What follows belongs to an exercise in optimizing a design on an open flow for small area, a short achievable clock period and few clock cycles per item; a production flow would make more cautious choices.
Only simulation tests tie the RTL to the original design; equivalence was not proved.

[config.mk]
export PLATFORM = sky130hd
export DESIGN_NAME = xts_line_crypt
export DESIGN_NICKNAME = xts_line_crypt
export VERILOG_FILES = /design/flow/design.v
export SDC_FILE = /design/flow/constraint.sdc
export NUM_CORES = 4
export LEC_CHECK = 0
export CAP_MARGIN = 40
export CORE_MARGIN = 2
export CORE_UTILIZATION = 45
export PLACE_DENSITY = 0.6
export SETUP_SLACK_MARGIN = 5
export SLEW_MARGIN = 20
[design.v]
module aes_gf_inv (input wire [7:0] t, output wire [7:0] u);
  function [3:0] m4(input [3:0] a, input [3:0] b);
    reg [6:0] p;
    begin
      p = ({3'b0,a} & {7{b[0]}}) ^ ({2'b0,a,1'b0} & {7{b[1]}})
        ^ ({1'b0,a,2'b0} & {7{b[2]}}) ^ ({a,3'b0} & {7{b[3]}});
      m4 = p[3:0] ^ {p[6:4],1'b0} ^ {1'b0,p[6:4]};
    end
  endfunction
  function [3:0] sq4(input [3:0] a);
    sq4 = {a[3], a[1]^a[3], a[2], a[0]^a[2]};
  endfunction
  function [3:0] mlam(input [3:0] a);
    mlam = m4(a, 4'd8);
  endfunction
  function [3:0] inv4(input [3:0] a);
    case (a)
      4'd0: inv4 = 4'd0;
      4'd1: inv4 = 4'd1;
      4'd2: inv4 = 4'd9;
      4'd3: inv4 = 4'd14;
      4'd4: inv4 = 4'd13;
      4'd5: inv4 = 4'd11;
      4'd6: inv4 = 4'd7;
      4'd7: inv4 = 4'd6;
      4'd8: inv4 = 4'd15;
      4'd9: inv4 = 4'd2;
      4'd10: inv4 = 4'd12;
      4'd11: inv4 = 4'd5;
      4'd12: inv4 = 4'd10;
      4'd13: inv4 = 4'd4;
      4'd14: inv4 = 4'd3;
      4'd15: inv4 = 4'd8;
    endcase
  endfunction
  wire [3:0] h = t[7:4], l = t[3:0];
  wire [3:0] d  = mlam(sq4(h)) ^ m4(h, l) ^ sq4(l);
  wire [3:0] di = inv4(d);
  assign u = {m4(h, di), m4(h ^ l, di)};
endmodule
module aes_sbox_fin (input wire [7:0] in, output wire [7:0] u);
  wire [7:0] t = {in[5] ^ in[7], in[2] ^ in[3] ^ in[5] ^ in[7], in[1] ^ in[4] ^ in[6] ^ in[7], in[4] ^ in[5] ^ in[6], in[3] ^ in[4], in[2] ^ in[3] ^ in[4] ^ in[5] ^ in[6] ^ in[7], in[2], in[0] ^ in[5] ^ in[7]};
  aes_gf_inv u_inv (.t(t), .u(u));
endmodule
module aes_sbox_fout (input wire [7:0] u, output wire [7:0] out);
  assign out = {u[1] ^ u[2], ~(u[4] ^ u[6] ^ u[7]), ~(u[1] ^ u[2] ^ u[3] ^ u[5] ^ u[6] ^ u[7]), u[0] ^ u[1] ^ u[3] ^ u[4] ^ u[5], u[0] ^ u[2] ^ u[5], u[0] ^ u[3] ^ u[5] ^ u[6], ~(u[0] ^ u[1] ^ u[2] ^ u[3] ^ u[4] ^ u[5]), ~(u[0] ^ u[2] ^ u[6])};
endmodule
module aes_sbox_edin (input wire [7:0] in, input wire dec, output wire [7:0] u);
  wire [7:0] te = {in[5] ^ in[7], in[2] ^ in[3] ^ in[5] ^ in[7], in[1] ^ in[4] ^ in[6] ^ in[7], in[4] ^ in[5] ^ in[6], in[3] ^ in[4], in[2] ^ in[3] ^ in[4] ^ in[5] ^ in[6] ^ in[7], in[2], in[0] ^ in[5] ^ in[7]};
  wire [7:0] td = {in[1] ^ in[2] ^ in[6] ^ in[7], ~(in[0] ^ in[4] ^ in[5] ^ in[6]), in[3] ^ in[4] ^ in[5] ^ in[6], in[0] ^ in[1] ^ in[2] ^ in[4] ^ in[5] ^ in[6] ^ in[7], in[0] ^ in[1] ^ in[2] ^ in[3] ^ in[5] ^ in[6], ~(in[1] ^ in[4]), ~(in[1] ^ in[4] ^ in[7]), ~(in[1] ^ in[5] ^ in[6])};
  aes_gf_inv u_inv (.t(dec ? td : te), .u(u));
endmodule
module aes_sbox_edout (input wire [7:0] u, input wire dec, output wire [7:0] out);
  wire [7:0] oe = {u[1] ^ u[2], ~(u[4] ^ u[6] ^ u[7]), ~(u[1] ^ u[2] ^ u[3] ^ u[5] ^ u[6] ^ u[7]), u[0] ^ u[1] ^ u[3] ^ u[4] ^ u[5], u[0] ^ u[2] ^ u[5], u[0] ^ u[3] ^ u[5] ^ u[6], ~(u[0] ^ u[1] ^ u[2] ^ u[3] ^ u[4] ^ u[5]), ~(u[0] ^ u[2] ^ u[6])};
  wire [7:0] od = {u[2] ^ u[4] ^ u[6] ^ u[7], u[1] ^ u[2] ^ u[3] ^ u[7], u[2] ^ u[4] ^ u[6], u[1] ^ u[3] ^ u[6] ^ u[7], u[1] ^ u[6] ^ u[7], u[1], u[4] ^ u[5] ^ u[7], u[0] ^ u[7]};
  assign out = dec ? od : oe;
endmodule
module aes_enc_half1 (
    input  wire [127:0] s,
    output wire [127:0] u
);
  genvar g;
  generate
    for (g = 0; g < 16; g = g + 1) begin : g_byte
      aes_sbox_fin u_sbox (.in(s[127-8*g -: 8]), .u(u[127-8*g -: 8]));
    end
  endgenerate
endmodule
module aes_enc_half2 (
    input  wire [127:0] u,    
    input  wire         last,
    input  wire [127:0] k,
    output wire [127:0] o
);
  function [7:0] xtime(input [7:0] a);
    xtime = {a[6:0], 1'b0} ^ (a[7] ? 8'h1b : 8'h00);
  endfunction
  wire [127:0] sub, sr, mc;
  genvar g;
  generate
    for (g = 0; g < 16; g = g + 1) begin : g_byte
      aes_sbox_fout u_sbox (.u(u[127-8*g -: 8]), .out(sub[127-8*g -: 8]));
      assign sr[127-8*g -: 8] = sub[127-8*((g % 4) + 4*(((g / 4) + (g % 4)) % 4)) -: 8];
    end
    for (g = 0; g < 4; g = g + 1) begin : g_col
      wire [7:0] a0 = sr[127-32*g    -: 8];
      wire [7:0] a1 = sr[127-32*g-8  -: 8];
      wire [7:0] a2 = sr[127-32*g-16 -: 8];
      wire [7:0] a3 = sr[127-32*g-24 -: 8];
      assign mc[127-32*g    -: 8] = xtime(a0 ^ a1) ^ a1 ^ a2 ^ a3;
      assign mc[127-32*g-8  -: 8] = a0 ^ xtime(a1 ^ a2) ^ a2 ^ a3;
      assign mc[127-32*g-16 -: 8] = a0 ^ a1 ^ xtime(a2 ^ a3) ^ a3;
      assign mc[127-32*g-24 -: 8] = xtime(a3 ^ a0) ^ a0 ^ a1 ^ a2;
    end
  endgenerate
  assign o = (last ? sr : mc) ^ k;
endmodule
module aes_ed_half1 (
    input  wire [127:0] s,
    input  wire         dec,
    output wire [127:0] u
);
  genvar g;
  generate
    for (g = 0; g < 16; g = g + 1) begin : g_byte
      aes_sbox_edin u_sbox (.in(s[127-8*g -: 8]), .dec(dec), .u(u[127-8*g -: 8]));
    end
  endgenerate
endmodule
module aes_ed_half2 (
    input  wire [127:0] u,    
    input  wire         dec,
    input  wire         last,
    input  wire [127:0] k,
    output wire [127:0] o
);
  function [7:0] xtime(input [7:0] a);
    xtime = {a[6:0], 1'b0} ^ (a[7] ? 8'h1b : 8'h00);
  endfunction
  wire [127:0] sub, sr, mc, im, isr;
  genvar g;
  generate
    for (g = 0; g < 16; g = g + 1) begin : g_byte
      aes_sbox_edout u_sbox (.u(u[127-8*g -: 8]), .dec(dec), .out(sub[127-8*g -: 8]));
      assign sr[127-8*g -: 8]  = sub[127-8*((g % 4) + 4*(((g / 4) + (g % 4)) % 4)) -: 8];
      assign isr[127-8*g -: 8] = im[127-8*((g % 4) + 4*(((g / 4) + 4 - (g % 4)) % 4)) -: 8];
    end
    for (g = 0; g < 4; g = g + 1) begin : g_col
      wire [7:0] a0 = sr[127-32*g    -: 8];
      wire [7:0] a1 = sr[127-32*g-8  -: 8];
      wire [7:0] a2 = sr[127-32*g-16 -: 8];
      wire [7:0] a3 = sr[127-32*g-24 -: 8];
      assign mc[127-32*g    -: 8] = xtime(a0 ^ a1) ^ a1 ^ a2 ^ a3;
      assign mc[127-32*g-8  -: 8] = a0 ^ xtime(a1 ^ a2) ^ a2 ^ a3;
      assign mc[127-32*g-16 -: 8] = a0 ^ a1 ^ xtime(a2 ^ a3) ^ a3;
      assign mc[127-32*g-24 -: 8] = xtime(a3 ^ a0) ^ a0 ^ a1 ^ a2;
      wire [7:0] b0 = sub[127-32*g    -: 8];
      wire [7:0] b1 = sub[127-32*g-8  -: 8];
      wire [7:0] b2 = sub[127-32*g-16 -: 8];
      wire [7:0] b3 = sub[127-32*g-24 -: 8];
      wire [7:0] u  = xtime(xtime(b0 ^ b2));
      wire [7:0] v  = xtime(xtime(b1 ^ b3));
      wire [7:0] c0 = b0 ^ u, c1 = b1 ^ v, c2 = b2 ^ u, c3 = b3 ^ v;
      assign im[127-32*g    -: 8] = xtime(c0 ^ c1) ^ c1 ^ c2 ^ c3;
      assign im[127-32*g-8  -: 8] = c0 ^ xtime(c1 ^ c2) ^ c2 ^ c3;
      assign im[127-32*g-16 -: 8] = c0 ^ c1 ^ xtime(c2 ^ c3) ^ c3;
      assign im[127-32*g-24 -: 8] = xtime(c3 ^ c0) ^ c0 ^ c1 ^ c2;
    end
  endgenerate
  wire [127:0] m_enc = last ? sr : mc;
  wire [127:0] m_dec = last ? sub : isr;
  assign o = (dec ? m_dec : m_enc) ^ k;
endmodule
module aes_isr_imc (
    input  wire [127:0] x,
    output wire [127:0] o
);
  function [7:0] xtime(input [7:0] a);
    xtime = {a[6:0], 1'b0} ^ (a[7] ? 8'h1b : 8'h00);
  endfunction
  wire [127:0] im;
  genvar g;
  generate
    for (g = 0; g < 4; g = g + 1) begin : g_col
      wire [7:0] b0 = x[127-32*g    -: 8];
      wire [7:0] b1 = x[127-32*g-8  -: 8];
      wire [7:0] b2 = x[127-32*g-16 -: 8];
      wire [7:0] b3 = x[127-32*g-24 -: 8];
      wire [7:0] u  = xtime(xtime(b0 ^ b2));
      wire [7:0] v  = xtime(xtime(b1 ^ b3));
      wire [7:0] c0 = b0 ^ u, c1 = b1 ^ v, c2 = b2 ^ u, c3 = b3 ^ v;
      assign im[127-32*g    -: 8] = xtime(c0 ^ c1) ^ c1 ^ c2 ^ c3;
      assign im[127-32*g-8  -: 8] = c0 ^ xtime(c1 ^ c2) ^ c2 ^ c3;
      assign im[127-32*g-16 -: 8] = c0 ^ c1 ^ xtime(c2 ^ c3) ^ c3;
      assign im[127-32*g-24 -: 8] = xtime(c3 ^ c0) ^ c0 ^ c1 ^ c2;
    end
    for (g = 0; g < 16; g = g + 1) begin : g_byte
      assign o[127-8*g -: 8] = im[127-8*((g % 4) + 4*(((g / 4) + 4 - (g % 4)) % 4)) -: 8];
    end
  endgenerate
endmodule
module aes_key_half1 (
    input  wire [255:0] kwin,
    input  wire         bwd,
    input  wire [3:0]   step,
    output wire [31:0]  ku
);
  wire [31:0] kword = bwd ? kwin[159:128] : kwin[31:0];
  wire [31:0] ksrc  = step[0] ? {kword[23:0], kword[31:24]} : kword;
  genvar g;
  generate
    for (g = 0; g < 4; g = g + 1) begin : g_ksbox
      aes_sbox_fin u_ksbox (.in(ksrc[31-8*g -: 8]), .u(ku[31-8*g -: 8]));
    end
  endgenerate
endmodule
module aes_key_half2 (
    input  wire [255:0] kwin,
    input  wire         bwd,
    input  wire [3:0]   step,
    input  wire [31:0]  ku,
    output wire [255:0] knext
);
  wire [31:0] ksub;
  genvar g;
  generate
    for (g = 0; g < 4; g = g + 1) begin : g_ksbox
      aes_sbox_fout u_ksbox (.u(ku[31-8*g -: 8]), .out(ksub[31-8*g -: 8]));
    end
  endgenerate
  wire [2:0]  ri   = step[3:1];
  wire [7:0]  rcon = 8'h01 << ri;
  wire [31:0] temp = step[0] ? (ksub ^ {rcon, 24'h0}) : ksub;
  wire [31:0] fw0 = kwin[255:224] ^ temp;
  wire [31:0] fw1 = kwin[223:192] ^ fw0;
  wire [31:0] fw2 = kwin[191:160] ^ fw1;
  wire [31:0] fw3 = kwin[159:128] ^ fw2;
  wire [31:0] bw0 = kwin[127:96] ^ temp;
  wire [31:0] bw1 = kwin[95:64]  ^ kwin[127:96];
  wire [31:0] bw2 = kwin[63:32]  ^ kwin[95:64];
  wire [31:0] bw3 = kwin[31:0]   ^ kwin[63:32];
  assign knext = bwd ? {bw0, bw1, bw2, bw3, kwin[255:128]}
                     : {kwin[127:0], fw0, fw1, fw2, fw3};
endmodule
module xts_line_crypt (
    input  wire         clk,
    input  wire         rst,
    input  wire         in_valid,
    output wire         in_ready,
    input  wire         in_decrypt,
    input  wire [255:0] in_k1,
    input  wire [255:0] in_k2,
    input  wire [63:0]  in_line,
    input  wire [511:0] in_data,
    output wire         out_valid,
    input  wire         out_ready,
    output wire [511:0] out_data
);
  function [127:0] mul_alpha(input [127:0] x);
    integer b;
    begin
      for (b = 0; b < 16; b = b + 1) begin
        if (b == 0)
          mul_alpha[127 -: 8] = {x[126:120], 1'b0} ^ (x[7] ? 8'h87 : 8'h00);
        else
          mul_alpha[127-8*b -: 8] = {x[126-8*b -: 7], x[127-8*(b-1)]};
      end
    end
  endfunction
  function [127:0] inv_shift_rows(input [127:0] x);
    integer g;
    begin
      for (g = 0; g < 16; g = g + 1)
        inv_shift_rows[127-8*g -: 8] = x[127-8*((g % 4) + 4*(((g / 4) + 4 - (g % 4)) % 4)) -: 8];
    end
  endfunction
  reg         buf_full;
  reg         buf_dec;
  reg [511:0] buf_data;
  reg [255:0] buf_k1;       
  reg [127:0] tw;           
  reg [127:0] tm;           
  reg [255:0] k2w;          
  reg [31:0]  k2u;          
  reg [31:0]  k1xu;         
  reg [4:0]   tc;           
  reg         busy;         
  reg         outv;         
  reg         dec;
  reg [4:0]   c;            
  reg [127:0] b0, b1;       
  reg [127:0] a0, a1;       
  reg [127:0] t0;           
  reg [255:0] k1w;          
  reg [31:0]  k1u;          
  wire load1   = busy && (c == 5'd1);
  assign in_ready = !buf_full || load1;
  wire accept  = in_valid && in_ready;
  wire tw_done = (tc == 5'd29);
  wire [127:0] tweak_block = {in_line[7:0],   in_line[15:8],  in_line[23:16], in_line[31:24],
                              in_line[39:32], in_line[47:40], in_line[55:48], in_line[63:56],
                              64'h0};
  wire [3:0] tstep = tc[4:1] + {3'b0, tc[0]};    
  wire [127:0] tm_next, tw_next;
  aes_enc_half1 u_tw_h1 (.s(tw), .u(tm_next));
  aes_enc_half2 u_tw_h2 (.u(tm), .last(tc == 5'd28), .k(k2w[127:0]), .o(tw_next));
  wire [31:0]  k2u_next, k1xu_next;
  wire [255:0] k2w_next, buf_k1_next;
  aes_key_half1 u_k2_h1 (.kwin(k2w), .bwd(1'b0), .step(tstep), .ku(k2u_next));
  aes_key_half2 u_k2_h2 (.kwin(k2w), .bwd(1'b0), .step(tstep), .ku(k2u), .knext(k2w_next));
  aes_key_half1 u_k1x_h1 (.kwin(buf_k1), .bwd(1'b0), .step(tstep), .ku(k1xu_next));
  aes_key_half2 u_k1x_h2 (.kwin(buf_k1), .bwd(1'b0), .step(tstep), .ku(k1xu), .knext(buf_k1_next));
  always @(posedge clk) begin
    if (accept) begin
      buf_dec  <= in_decrypt;
      buf_data <= in_data;
      buf_k1   <= in_k1;
      k2w      <= in_k2;
      tw       <= tweak_block ^ in_k2[255:128];
      tc       <= 5'd1;
    end else if (!tw_done) begin
      tc <= tc + 5'd1;
      if (tc[0]) begin
        tm   <= tm_next;
        k2u  <= k2u_next;
        k1xu <= k1xu_next;
      end else begin
        tw <= tw_next;
        if (tc != 5'd28) begin
          k2w <= k2w_next;
          if (buf_dec) buf_k1 <= buf_k1_next;
        end
      end
    end
  end
  assign out_valid = outv;
  wire launch = buf_full && tw_done && !busy && (!outv || out_ready);
  wire kload  = buf_full && tw_done && !busy;
  wire [3:0]   r    = c[4:1];                   
  wire         last = (c >= 5'd28);
  wire [127:0] rk   = dec ? k1w[255:128] : k1w[127:0];
  wire [127:0] rk_imc;
  aes_isr_imc u_kimc (.x(rk), .o(rk_imc));
  wire [127:0] rk_eff = (dec && !last) ? rk_imc : rk;
  wire [3:0]   kstep = dec ? 4'd14 - r : r;
  wire [31:0]  k1u_next;
  wire [255:0] k1w_next;
  aes_key_half1 u_k1_h1 (.kwin(k1w), .bwd(dec), .step(kstep), .ku(k1u_next));
  aes_key_half2 u_k1_h2 (.kwin(k1w), .bwd(dec), .step(kstep), .ku(k1u), .knext(k1w_next));
  wire         odd  = busy;
  wire [127:0] nt0  = tw;
  wire [127:0] nt1  = mul_alpha(nt0);
  wire [127:0] nt2  = mul_alpha(nt1);
  wire [127:0] nt3  = mul_alpha(nt2);
  wire [127:0] rk0  = buf_dec ? buf_k1[127:0] : buf_k1[255:128];
  wire [127:0] w0   = (odd ? buf_data[383:256] : buf_data[511:384]) ^ (odd ? nt1 : nt0) ^ rk0;
  wire [127:0] w1   = (odd ? buf_data[127:0]   : buf_data[255:128]) ^ (odd ? nt3 : nt2) ^ rk0;
  wire [127:0] ld0  = buf_dec ? inv_shift_rows(w0) : w0;
  wire [127:0] ld1  = buf_dec ? inv_shift_rows(w1) : w1;
  wire [127:0] ua0, ua1, nb0, nb1;
  aes_ed_half1 u_h1_0 (.s(b0), .dec(dec), .u(ua0));
  aes_ed_half1 u_h1_1 (.s(b1), .dec(dec), .u(ua1));
  aes_ed_half2 u_h2_0 (.u(a0), .dec(dec), .last(last), .k(rk_eff), .o(nb0));
  aes_ed_half2 u_h2_1 (.u(a1), .dec(dec), .last(last), .k(rk_eff), .o(nb1));
  wire [127:0] ot1 = mul_alpha(t0);
  wire [127:0] ot2 = mul_alpha(ot1);
  wire [127:0] ot3 = mul_alpha(ot2);
  assign out_data = {a0 ^ t0, b0 ^ ot1, a1 ^ ot2, b1 ^ ot3};
  always @(posedge clk) begin
    if (rst) begin
      buf_full <= 1'b0;
      busy     <= 1'b0;
      outv     <= 1'b0;
    end else begin
      if (accept) buf_full <= 1'b1;
      else if (load1) buf_full <= 1'b0;
      if (launch) begin
        busy <= 1'b1;
        outv <= 1'b0;
      end else if (busy && c == 5'd29) begin
        busy <= 1'b0;
        outv <= 1'b1;
      end else if (outv && out_ready) begin
        outv <= 1'b0;
      end
    end
  end
  always @(posedge clk) begin
    if (launch) begin
      b0  <= ld0;
      b1  <= ld1;
      t0  <= tw;
      dec <= buf_dec;
      c   <= 5'd1;
    end else if (busy) begin
      c  <= c + 5'd1;
      a0 <= (c == 5'd29) ? b0 : ua0;
      a1 <= (c == 5'd29) ? b1 : ua1;
      b0 <= (c == 5'd1) ? ld0 : nb0;
      b1 <= (c == 5'd1) ? ld1 : nb1;
      if (!c[0] && c <= 5'd26) k1u <= k1u_next;
    end
    if (kload)
      k1w <= buf_k1;
    else if (busy && c[0] && c >= 5'd3 && c <= 5'd27)
      k1w <= k1w_next;
  end
endmodule
[run.sh]
#!/bin/bash
# synth_recipe.tcl (not shown) runs the flow's synth.tcl, then flattens the netlist and writes it again
# the make line also repeats each setting of config.mk as NAME=value (left out here)
make -C /OpenROAD-flow-scripts/flow DESIGN_CONFIG=/design/flow/config.mk WORK_HOME=/design/flow/orfs CLKGATE_MAP_FILE= SYNTH_SCRIPT=/design/flow/synth_recipe.tcl finish
[constraint.sdc]
create_clock -name core_clock -period 12.0 [get_ports {clk}]
set_input_delay 2.4000 -clock core_clock [delete_from_list [all_inputs] [get_ports {clk}]]
set_output_delay 2.4000 -clock core_clock [all_outputs]
set_load 0.01 [all_outputs]
==> reports/metrics.cfg <==
[final_layout]
design_area_um2 = 296400
area_growth_pct = 16.17
drive_gt1_share_pct = 9.760
fin_util_pct = 52.47
final_common_cell = xnor2_1
layout.nets = 31367
final_cell_mix = xnor2_1, nand2_1, xor2_1
final_cells = 37423

[critical_path]
max_stage_delay_ns = 0.80
r2r-end = b0[7]
path_buf_inv = 0
rrSetupSlack_ns = 5.06
critical_path_peak_fanout = 6
path_delay_family = XOR/XNOR gates
crit_path_top_delay_cell = o21ai_0
crit_type = reg2reg
startpoint = a0[122]
path_common_cell = xnor2_1
worstSetupStartpointType = flip-flop
cp.arrival_ns = 7.67
path_cells = xnor3_1, xor3_1, o21ai_2, xnor3_1, xnor2_1, xnor2_1, xnor2_1, xnor2_1, xnor2_1, nor2_1, o21ai_0, o21ai_0, xnor2_1, o21ai_1
reg2reg_depth = 14
required_ns = 12.73
end_kind = flip-flop
timing.rr.start = a0[122]

[detailed_routing]
finalWirelength_um = 1410000
drc_errors = 0
vias = 224249
first_iter_violations = 36146
wl_per_cell_um = 37.67
firstDrtPassIters = 9
final_antenna_net_count = 0
vias_per_cell = 5.992

[placement]
dp.cells = 36684
place.gp.congestion = 1.151
dpl_cell_area_um2 = 284800
dpl.hpwl_um = 1164000
portBuffers = 1606
pre_cts_ws_ns = 4.380

[global_routing]
grt_overflow_total = 0
grt_first_pass_wirelength_um = 1821000
antenna_found_initial = 123
grt_pass1_vias = 202602
grt_max_degree = 202
grt_use_total_pct = 47.06

[logic_synthesis]
syn_area_per_cell_um2 = 9.123
ys_seq_area_share_pct = 26.86
synth_cell_type_count = 127
ys_warn_count = 5
async_flop_share_pct = 0
synthCells = 27970
syn_area_um2 = 255200
synth_nets = 29742
synth_seq_cells = 2287
synth_ff_type = edfxtp_1
synth_edf_count = 2274

[floorplanning]
initial_utilization_pct = 45.17
die_h_um = 757.0
row_count = 276
core_um2 = 565000
ios = 1607
fp.dieArea_um2 = 573100
die-width_um = 757.0

[timing]
clock_skew_ns = 0.08704
setup_viol = 0
tightest_slew_ns = 1.314
max_slew_margin_pct = 12.41
maxSlewViolCount = 0
fin_ws_ns = 5.059
fin_crit_sh_pct = 57.84
rsz0062_at_grt = yes
holdWs_ns = 0.4917
fmax_mhz = 144.1
period_needed_ns = 6.941
finalHoldViolCount = 0

[clock_tree]
clk_path_buf_depth = 4
htreeDepth = 5
cts_root_buf = clkbuf_16
clock_sinks = 2287
cts_tree = done
cts_made_buffers = 302
clk_pin_slew_ns = 0.06
clk-insertion-delay-late_ns = 1.05

[worst_hold_path]
hold_start = tc[1]
hp-class = reg2reg
holdPathEnd = tc[1]
min_path_cells = 2

[job]
max_cap_viol_count = 0

[run_status]
status = timing/DRC/antenna clean

[registers in the layout, indices dropped and copies added, names as in the netlist, 32 cells and up]
register and count:
k2w 256, k1w 256, b0 128, tm 128, k2u 32, buf_k1 256
b1 128, t0 128, k1xu 32, buf_data 512, a0 128, tw 128
k1u 32, a1 128
[tightest hold or removal path, cell delays in order, from the launching register on]
cell and delay, ns:
dfxtp_2 0.34, nand2_1 0.06, a21oi_1 0.05
[routing by layer]
layer  vias up  share of wire (%)  global-route usage [%]
li1      95920                  -                       -
met2     14957                 40                   66.57
met3      3125                 12                   12.09
met1    110209                 37                   59.51
met4        38                 11                   40.48
met5         -              0.017                       0
[through the flow]
step	setup TNS, ns
after global placement	0
after detailed placement	0
after floorplan	-5010.36
after CTS	0
after global routing	0
final	0
[cells by family (layout without fill, tap and decap cells)]
| group | count (synthesis) | after routing | synth area share, % |
|---|---|---|---|
| xor gates and xnor gates | 10449 | 10449 | 39.74 |
| other | 0 | 82 | 0 |
| adders and majority gates | 682 | 682 | 3.341 |
| buffers and inverters | 2217 | 4082 | 3.879 |
| DFF | 2287 | 2287 | 26.86 |
| AOI/OAI and AO/OA | 3997 | 3997 | 9.067 |
| and+or+nand+nor | 7019 | 7019 | 11.23 |
| muxes | 1319 | 1319 | 5.883 |
[layout make-up]
class	count	area (um^2)
Antenna cell	82	205.2
Clock buffer	373	7885
Clock inverter	171	2001
Fill cell	52882	268500
Inverter	601	2301
Multi-Input combinational cell	23466	177700
Sequential cell	2287	68550
Tap cell	7506	9392
Timing Repair Buffer	2937	28360
[worst max-delay path by stage]
stage,endpoint,slack [ns],cells after the start
after floorplan,buf_k1[0],-15.46,8
after global placement,a0[30],4.26,18
after detailed placement,a1[25],4.38,20
after CTS,a1[18],5.01,20
after global routing,a0[125],4.97,21
final,b0[7],5.06,14
[synth_stat cells (36+ instances only)]
library cell	n	area [um^2]
buf_4	48	360.4
xnor2_2	216	3513
or3_1	57	356.6
mux2i_1	948	9489
xor3_1	118	2805
xnor3_1	328	7387
a21oi_1	1542	7717
xor2_1	3296	28870
buf_6	57	641.9
edfxtp_1	2274	68290
mux2i_2	70	963.4
buf_2	262	1311
a31oi_1	81	506.7
a21oi_2	38	332.8
o211ai_1	127	953.4
nand2b_1	117	732.0
a211oi_1	220	1652
o21ai_1	183	915.9
buf_8	39	585.6
o22ai_1	75	469.2
mux4_2	88	1982
and2_1	160	1001
ha_1	679	8496
buf_1	115	431.7
mux2_2	196	2207
nor3b_1	39	292.8
nand2_1	3609	13550
a21o_1	57	427.9
xor2_2	123	2001
or2_2	36	225.2
nor2_1	2422	9091
nand3_1	167	835.8
inv_1	541	2031
and3_1	41	256.5
clkbuf_1	1083	4065
o21ai_0	1235	6181
nor3_1	141	705.7
nor2b_1	113	706.9
a22oi_1	90	675.7
xnor2_1	6310	55270
[repair_timing]
| item | in CTS | in global routing |
|---|---|---|
| setup endpoints to repair | 91 | 126 |
| hold endpoints to repair | 0 | 0 |
| hold buffers | 0 | 0 |
| cloned | 0 | 5 |
| buffers inserted | 5 | 6 |
| pin swaps | 1 | 0 |
| gates resized for setup | 4 | 51 |
Testbench counts, summed over its fixed seeds: cycles 15,600, lines 512.

## afterwards: timing with drivers on the ports
How much do the figures lean on ideal ports? The routed layout below was timed once more, with nothing changed but the port constraints.
Step 1: set_driving_cell puts a clkbuf_16 on clk and a buf_2 on each other input, an assumption about the parent block.
Step 2, shift: input delay + t, output delay - t, t = (earliest + latest rising clock arrival at the registers) / 2. This alone moves slack from input paths to output paths.
Three values: ideal, step 1, step 2; two values: the first two.
t (ns): 1.143
setup slack, ns: 5.059 / 5.059 / 4.862
clock arrival spread, ns: 0.093 / 0.093
cell pins on the clock port's net: 1
After both steps this run still meets setup and hold. For this run, drivers alone change the setup slack by 0.000 ns; drivers and shift together by -0.197 ns.
